From an optimization exercise on the open Yosys and OpenROAD flow, aimed at small area and a short achievable clock period; shortcuts taken in it are not production practice.
The RTL was checked by simulation tests, not by an equivalence proof against the original design.

==> run a <==
// cwu_codec
module cwu_codec (
    input  wire        clk,
    input  wire        rst,
    input  wire        enc_valid,
    input  wire [63:0] enc_data,
    input  wire [35:0] enc_h,
    input  wire [2:0]  enc_word,
    input  wire        enc_poison,
    output reg         enc_out_valid,
    output reg  [23:0] enc_check,
    input  wire        dec_valid,
    input  wire [63:0] dec_data,
    input  wire [23:0] dec_check,
    input  wire [35:0] dec_h,
    input  wire [2:0]  dec_word,
    input  wire        dec_erase_en,
    input  wire [3:0]  dec_erase_dev,
    output reg         dec_out_valid,
    output reg  [63:0] dec_out_data,
    output reg  [2:0]  dec_outcome,
    output reg  [3:0]  dec_position,
    output reg  [23:0] dec_synd
);
==> flow/config.mk <==
export PLATFORM = sky130hd
export DESIGN_NAME = cwu_codec
export DESIGN_NICKNAME = cwu_codec
export VERILOG_FILES = /design/flow/design.v
export SDC_FILE = /design/flow/constraint.sdc
export NUM_CORES = 4
export LEC_CHECK = 0
export CAP_MARGIN = 20
export CORE_MARGIN = 2
export CORE_UTILIZATION = 50
export GPL_ROUTABILITY_DRIVEN = 1
export SLEW_MARGIN = 20
==> flow/constraint.sdc <==
create_clock -name core_clock -period 28.0 [get_ports {clk}]
set_input_delay 5.6000 -clock core_clock [delete_from_list [all_inputs] [get_ports {clk}]]
set_output_delay 5.6000 -clock core_clock [all_outputs]
set_load 0.01 [all_outputs]
standard.sh (not shown) runs the stock make flow with config.mk's settings and CLKGATE_MAP_FILE= SYNTH_SCRIPT=/design/flow/synth_recipe.tcl, a recipe that flattens the netlist after the stock synthesis.
==> flow/flow/run.sh <==
#!/bin/bash
# Own flow: the standard layout (standard.sh) with these changes:
#  - ABC maps the logic with flow/abc.script (an area-oriented mapping
#    followed by ABC's buffering and sizing) instead of ORFS's
#    abc_speed/abc_area script; the synthesis passes before and after ABC
#    are standard.sh's own (synth_recipe.tcl);
#  - repair_timing aims for SETUP_SLACK_MARGIN=20.5 ns of setup slack;
#  - the port buffers that global placement inserts on every input and
#    output are sky130_fd_sc_hd__buf_1 cells.
# Each tool's output is in orfs/logs/ (per step) and make_flow.log.
set -euo pipefail
W=$(pwd)
cp flow/abc.script "$W/abc_custom.script"
cat > "$W/custom_synth.tcl" <<EOT
proc abc {args} {
  set i [lsearch -exact \$args -script]
  if {\$i >= 0} { lset args [expr {\$i + 1}] $W/abc_custom.script }
  puts "custom abc script: $W/abc_custom.script"
  yosys abc {*}\$args
}
source $W/synth_recipe.tcl
EOT
sed -e "s#SYNTH_SCRIPT=[^ ]*#SYNTH_SCRIPT=$W/custom_synth.tcl 'BUFFER_PORTS_ARGS=-buffer_cell sky130_fd_sc_hd__buf_1' SETUP_SLACK_MARGIN=20.5#" standard.sh > "$W/custom_standard.sh"
grep -q "SYNTH_SCRIPT=$W/custom_synth.tcl" "$W/custom_standard.sh"
bash "$W/custom_standard.sh" > "$W/make_flow.log" 2>&1
==> flow/flow/abc.script <==
strash
ifraig
scorr
dc2
dch -f
&get -n
&st
&dch
&nf -R 1000
&put
buffer -c
topo
stime -c
upsize -c
dnsize -c
==> run b: changes against run a <==
==> flow/flow/run.sh (replaced) <==
#!/bin/bash
# Own flow: the standard layout (standard.sh) with two changes:
#  - ABC maps the logic with flow/abc.script (an area-oriented mapping
#    followed by ABC's buffering and sizing) instead of ORFS's
#    abc_speed/abc_area script; the synthesis passes before and after ABC
#    are standard.sh's own (synth_recipe.tcl);
#  - repair_timing aims for SETUP_SLACK_MARGIN=20.4 ns of setup slack;
#  - the port buffers that global placement inserts on every input and
#    output are sky130_fd_sc_hd__buf_1 cells.
# Each tool's output is in orfs/logs/ (per step) and make_flow.log.
set -euo pipefail
W=$(pwd)
cp flow/abc.script "$W/abc_custom.script"
cat > "$W/custom_synth.tcl" <<EOT
proc abc {args} {
  set i [lsearch -exact \$args -script]
  if {\$i >= 0} { lset args [expr {\$i + 1}] $W/abc_custom.script }
  puts "custom abc script: $W/abc_custom.script"
  yosys abc {*}\$args
}
source $W/synth_recipe.tcl
EOT
sed -e "s#SYNTH_SCRIPT=[^ ]*#SYNTH_SCRIPT=$W/custom_synth.tcl 'BUFFER_PORTS_ARGS=-buffer_cell sky130_fd_sc_hd__buf_1' SETUP_SLACK_MARGIN=20.4#" standard.sh > "$W/custom_standard.sh"
grep -q "SYNTH_SCRIPT=$W/custom_synth.tcl" "$W/custom_standard.sh"
bash "$W/custom_standard.sh" > "$W/make_flow.log" 2>&1
==> flow/flow/abc.script (replaced) <==
strash
ifraig
scorr
dc2
dch -f
&get -n
&st
&dch
&nf -R 1000
&put
topo
- CTS_CLUSTER_DIAMETER: unset -> 100
- CTS_CLUSTER_SIZE: unset -> 30
==> flow_summary.yaml <==
critical_path:
  worst-r2r-cell-count: 26
detailed_routing:
  finalWirelength_um: 88400
logic_synthesis:
  syn-instance-count: 2231
  synth_top_cell_area_share_pct: 41.30
layout:
  finalNonFillerCells: 3215
cts:
  clk_latency_ps: 530
run_status:
  status: "complete, no violations"
global_routing:
  grt_use_met2_pct: 66.24
The numbers above come from run b.

==> flow_summary.yaml <==
global_routing:
  grt_use_met2_pct: 64.54
detailed_routing:
  finalWirelength_um: 89540
logic_synthesis:
  syn-instance-count: 2338
critical_path:
  worst-r2r-cell-count: 27
run_status:
  status: "complete, no violations"
layout:
  finalNonFillerCells: 3261
cts:
  clk_latency_ps: 580
The numbers above come from run a.


==> build 37 <==
Starting RTL as in the previous note.
==> flow/config.mk <==
export PLATFORM = sky130hd
export DESIGN_NAME = cwu_codec
export DESIGN_NICKNAME = cwu_codec
export VERILOG_FILES = /design/flow/design.v
export SDC_FILE = /design/flow/constraint.sdc
export NUM_CORES = 4
export LEC_CHECK = 0
export CAP_MARGIN = 20
export CORE_MARGIN = 2
export CORE_UTILIZATION = 50
export GPL_ROUTABILITY_DRIVEN = 1
export SLEW_MARGIN = 20
==> flow/constraint.sdc <==
create_clock -name core_clock -period 28.0 [get_ports {clk}]
set_input_delay 5.6000 -clock core_clock [delete_from_list [all_inputs] [get_ports {clk}]]
set_output_delay 5.6000 -clock core_clock [all_outputs]
set_load 0.01 [all_outputs]
==> flow/flow/run.sh <==
#!/bin/bash
# Own flow: the standard layout (standard.sh) with two changes:
#  - ABC maps the logic with flow/abc.script (an area-oriented mapping
#    followed by ABC's buffering and sizing) instead of ORFS's
#    abc_speed/abc_area script; the synthesis passes before and after ABC
#    are standard.sh's own (synth_recipe.tcl);
#  - repair_timing aims for SETUP_SLACK_MARGIN=20.6 ns of setup slack;
#  - the port buffers that global placement inserts on every input and
#    output are sky130_fd_sc_hd__buf_1 cells.
# Each tool's output is in orfs/logs/ (per step) and make_flow.log.
set -euo pipefail
W=$(pwd)
cp flow/abc.script "$W/abc_custom.script"
cat > "$W/custom_synth.tcl" <<EOT
proc abc {args} {
  set i [lsearch -exact \$args -script]
  if {\$i >= 0} { lset args [expr {\$i + 1}] $W/abc_custom.script }
  puts "custom abc script: $W/abc_custom.script"
  yosys abc {*}\$args
}
source $W/synth_recipe.tcl
EOT
sed -e "s#SYNTH_SCRIPT=[^ ]*#SYNTH_SCRIPT=$W/custom_synth.tcl 'BUFFER_PORTS_ARGS=-buffer_cell sky130_fd_sc_hd__buf_1' SETUP_SLACK_MARGIN=20.6#" standard.sh > "$W/custom_standard.sh"
grep -q "SYNTH_SCRIPT=$W/custom_synth.tcl" "$W/custom_standard.sh"
bash "$W/custom_standard.sh" > "$W/make_flow.log" 2>&1
==> flow/flow/abc.script <==
strash
ifraig
scorr
dc2
dch -f
&get -n
&st
&dch
&nf -R 1000 -E 10
&put
topo
==> trial 38: changes against build 37 <==
--- a/flow/flow/run.sh
+++ b/flow/flow/run.sh
@@ -5,5 +5,5 @@
 #    abc_speed/abc_area script; the synthesis passes before and after ABC
 #    are standard.sh's own (synth_recipe.tcl);
-#  - repair_timing aims for SETUP_SLACK_MARGIN=20.6 ns of setup slack;
+#  - repair_timing aims for SETUP_SLACK_MARGIN=20.8 ns of setup slack;
 #  - the port buffers that global placement inserts on every input and
 #    output are sky130_fd_sc_hd__buf_1 cells.
@@ -21,5 +21,5 @@
 source $W/synth_recipe.tcl
 EOT
-sed -e "s#SYNTH_SCRIPT=[^ ]*#SYNTH_SCRIPT=$W/custom_synth.tcl 'BUFFER_PORTS_ARGS=-buffer_cell sky130_fd_sc_hd__buf_1' SETUP_SLACK_MARGIN=20.6#" standard.sh > "$W/custom_standard.sh"
+sed -e "s#SYNTH_SCRIPT=[^ ]*#SYNTH_SCRIPT=$W/custom_synth.tcl 'BUFFER_PORTS_ARGS=-buffer_cell sky130_fd_sc_hd__buf_1' SETUP_SLACK_MARGIN=20.8#" standard.sh > "$W/custom_standard.sh"
 grep -q "SYNTH_SCRIPT=$W/custom_synth.tcl" "$W/custom_standard.sh"
 bash "$W/custom_standard.sh" > "$W/make_flow.log" 2>&1
==> flow/flow/abc.script (replaced) <==
strash
ifraig
scorr
dc2
dch -f
&get -n
&st
&dch
&nf -R 1000
&put
buffer -c
topo
stime -c
upsize -c
dnsize -c
==> results.toml <==
[sta]
fin_hold_ws_ns = 0.386

[run_status]
status = "complete, no violations"

[logic_synthesis]
synthesis.area_um2 = 21400
synth_nets = 2585

[worst_setup_path]
timing.critical_path.to = "enc_check[7]"

[final_layout]
regArea_um2 = 4450
(the above is from trial 38)
==> results.toml <==
[die]
core_um2 = 39900

[final_layout]
regArea_um2 = 4460

[logic_synthesis]
synth.area.mux_share_pct = 0
synthesis.area_um2 = 20300
synth_nets = 2491

[run_status]
status = "complete, no violations"

[worst_setup_path]
timing.critical_path.to = "r_s1[6]"

[sta]
fin_hold_ws_ns = 0.367
(the above is from build 37)

==> inputs of run G <==
cwu_codec again, from the RTL that the note above started with.
==> flow/design.v (excerpt) <==
module cwu_codec (
    input  wire        clk,
    input  wire        rst,
    input  wire        enc_valid,
    input  wire [63:0] enc_data,
    input  wire [35:0] enc_h,
    input  wire [2:0]  enc_word,
    input  wire        enc_poison,
    output reg         enc_out_valid,
    output reg  [23:0] enc_check,
    input  wire        dec_valid,
    input  wire [63:0] dec_data,
    input  wire [23:0] dec_check,
    input  wire [35:0] dec_h,
    input  wire [2:0]  dec_word,
    input  wire        dec_erase_en,
    input  wire [3:0]  dec_erase_dev,
    output reg         dec_out_valid,
    output reg  [63:0] dec_out_data,
    output reg  [2:0]  dec_outcome,
    output reg  [3:0]  dec_position,
    output reg  [23:0] dec_synd
);
    wire [23:0] enc_lin;
  ...
Settings: LEC_CHECK=0, CAP_MARGIN=20, CORE_MARGIN=2, CORE_UTILIZATION=56, GPL_ROUTABILITY_DRIVEN=1, SLEW_MARGIN=20; clock period 28.0 ns.
==> flow/flow/run.sh <==
#!/bin/bash
# Own flow: the standard layout (standard.sh) with two changes:
#  - ABC maps the logic with flow/abc.script (an area-oriented mapping
#    followed by ABC's buffering and sizing) instead of ORFS's
#    abc_speed/abc_area script; the synthesis passes before and after ABC
#    are standard.sh's own (synth_recipe.tcl);
#  - repair_timing aims for SETUP_SLACK_MARGIN=20.5 ns of setup slack;
#  - the port buffers that global placement inserts on every input and
#    output are sky130_fd_sc_hd__buf_1 cells.
# Each tool's output is in orfs/logs/ (per step) and make_flow.log.
set -euo pipefail
W=$(pwd)
cp flow/abc.script "$W/abc_custom.script"
cat > "$W/custom_synth.tcl" <<EOT
proc abc {args} {
  set i [lsearch -exact \$args -script]
  if {\$i >= 0} { lset args [expr {\$i + 1}] $W/abc_custom.script }
  puts "custom abc script: $W/abc_custom.script"
  yosys abc {*}\$args
}
source $W/synth_recipe.tcl
EOT
sed -e "s#SYNTH_SCRIPT=[^ ]*#SYNTH_SCRIPT=$W/custom_synth.tcl 'BUFFER_PORTS_ARGS=-buffer_cell sky130_fd_sc_hd__buf_1' SETUP_SLACK_MARGIN=20.5#" standard.sh > "$W/custom_standard.sh"
grep -q "SYNTH_SCRIPT=$W/custom_synth.tcl" "$W/custom_standard.sh"
bash "$W/custom_standard.sh" > "$W/make_flow.log" 2>&1
==> flow/flow/abc.script <==
strash
ifraig
scorr
dc2
dch -f
&get -n
&st
&dch
&nf -R 1000
&put
buffer -c
topo
stime -c
upsize -c
dnsize -c
==> run D (differences from run G) <==
--- a/flow/flow/run.sh
+++ b/flow/flow/run.sh
@@ -6,5 +6,4 @@
 #    are standard.sh's own (synth_recipe.tcl);
-#  - repair_timing aims for SETUP_SLACK_MARGIN=20.5 ns of setup slack;
 #  - the port buffers that global placement inserts on every input and
-#    output are sky130_fd_sc_hd__buf_1 cells.
+#    output are sky130_fd_sc_hd__buf_2 cells.
 # Each tool's output is in orfs/logs/ (per step) and make_flow.log.
@@ -22,3 +21,3 @@
 EOT
-sed -e "s#SYNTH_SCRIPT=[^ ]*#SYNTH_SCRIPT=$W/custom_synth.tcl 'BUFFER_PORTS_ARGS=-buffer_cell sky130_fd_sc_hd__buf_1' SETUP_SLACK_MARGIN=20.5#" standard.sh > "$W/custom_standard.sh"
+sed -e "s#SYNTH_SCRIPT=[^ ]*#SYNTH_SCRIPT=$W/custom_synth.tcl 'BUFFER_PORTS_ARGS=-buffer_cell sky130_fd_sc_hd__buf_2' SETUP_SLACK_MARGIN=22#" standard.sh > "$W/custom_standard.sh"
 grep -q "SYNTH_SCRIPT=$W/custom_synth.tcl" "$W/custom_standard.sh"
--- a/flow/config.mk
+++ b/flow/config.mk
@@ -9,3 +9,3 @@
 export CORE_MARGIN = 2
-export CORE_UTILIZATION = 56
+export CORE_UTILIZATION = 50
 export GPL_ROUTABILITY_DRIVEN = 1
==> run R (differences from run G) <==
--- a/flow/flow/run.sh
+++ b/flow/flow/run.sh
@@ -6,5 +6,4 @@
 #    are standard.sh's own (synth_recipe.tcl);
-#  - repair_timing aims for SETUP_SLACK_MARGIN=20.5 ns of setup slack;
 #  - the port buffers that global placement inserts on every input and
-#    output are sky130_fd_sc_hd__buf_1 cells.
+#    output are sky130_fd_sc_hd__buf_2 cells.
 # Each tool's output is in orfs/logs/ (per step) and make_flow.log.
@@ -22,3 +21,3 @@
 EOT
-sed -e "s#SYNTH_SCRIPT=[^ ]*#SYNTH_SCRIPT=$W/custom_synth.tcl 'BUFFER_PORTS_ARGS=-buffer_cell sky130_fd_sc_hd__buf_1' SETUP_SLACK_MARGIN=20.5#" standard.sh > "$W/custom_standard.sh"
+sed -e "s#SYNTH_SCRIPT=[^ ]*#SYNTH_SCRIPT=$W/custom_synth.tcl 'BUFFER_PORTS_ARGS=-buffer_cell sky130_fd_sc_hd__buf_2'#" standard.sh > "$W/custom_standard.sh"
 grep -q "SYNTH_SCRIPT=$W/custom_synth.tcl" "$W/custom_standard.sh"
--- a/flow/config.mk
+++ b/flow/config.mk
@@ -9,3 +9,3 @@
 export CORE_MARGIN = 2
-export CORE_UTILIZATION = 56
+export CORE_UTILIZATION = 50
 export GPL_ROUTABILITY_DRIVEN = 1
==> qor summary <==
| metric | run D | run R | run G |
|---|---|---|---|
| Worst hold slack across all endpoints | - | 0.375 ns | 0.362 ns |
| Tcrit/Tclk final | - | 0.329 | 0.267 |
| Result of the run | did not finish | no timing/DRC/antenna violations | no timing/DRC/antenna violations |
| Stage where the flow stopped | 5_1_grt | - | - |
| Highest metal layer with signal wires | - | met4 | met4 |
| Floorplan core area | - | 42000 µm² | 37600 µm² |
| Detailed-routed wire length on met3 | - | 8440 µm | 10300 µm |
| Number of DRC violations after detailed routing | - | 0 | 0 |
| Clock skew after layout | - | 0.0144 ns | 0.0212 ns |
| Number of cells in the finished layout apart from fillers | - | 3224 | 3242 |
| CP required | - | 28.45 ns | 28.43 ns |
| Buf+Inv Stages, Crit Path | - | 4 | 1 |
| Final Hold Fails | - | 0 | 0 |
| Width of the die | 211 µm | 211 µm | 199 µm |
| Count of multi-input combinational gates | - | 1979 | 1979 |
| Launching instance or port of the critical path | - | r_s0[6]$_DFF_P_ | dec_check[5] |

[what the ideal ports hide]
In the flow no input, the clock included, has a driving cell. The finished layouts below were timed again as built, in two steps.
Step 1 (the two cells are an assumption about what drives the block):
set clk [get_ports {clk}]
set_driving_cell -lib_cell sky130_fd_sc_hd__clkbuf_16 $clk
set_driving_cell -lib_cell sky130_fd_sc_hd__buf_2 [delete_from_list [all_inputs] $clk]
Step 2 times the ports against the registers' clock, not the clock port: input delays grow and output delays shrink by t, the midpoint of the rising clock arrivals with the driver on.
Three values: ideal ports, drivers, drivers and shift; two values: the first two.
run	t (ns)	slack for setup (ns)	hold WS [ns]	worst setup path at the end
run a	0.620	20.518 / 20.549 / 19.929	0.417 / 0.417 / 0.417	input to register
run b	0.574	20.398 / 20.425 / 19.851	0.376 / 0.376 / 0.376	input to register
build 37	0.626	20.611 / 20.638 / 20.012	0.367 / 0.367 / 0.367	input to register
trial 38	0.617	20.801 / 20.837 / 20.220	0.386 / 0.386 / 0.386	input to register
run G	0.620	20.536 / 20.574 / 19.954	0.362 / 0.362 / 0.362	input to register
run R	0.617	18.775 / 18.775 / 18.775	0.375 / 0.375 / 0.375	register to register
After both steps every run listed still meets setup and hold. For build 37, which loses most, drivers alone change the setup slack by +0.027 ns; drivers and shift together by -0.599 ns.
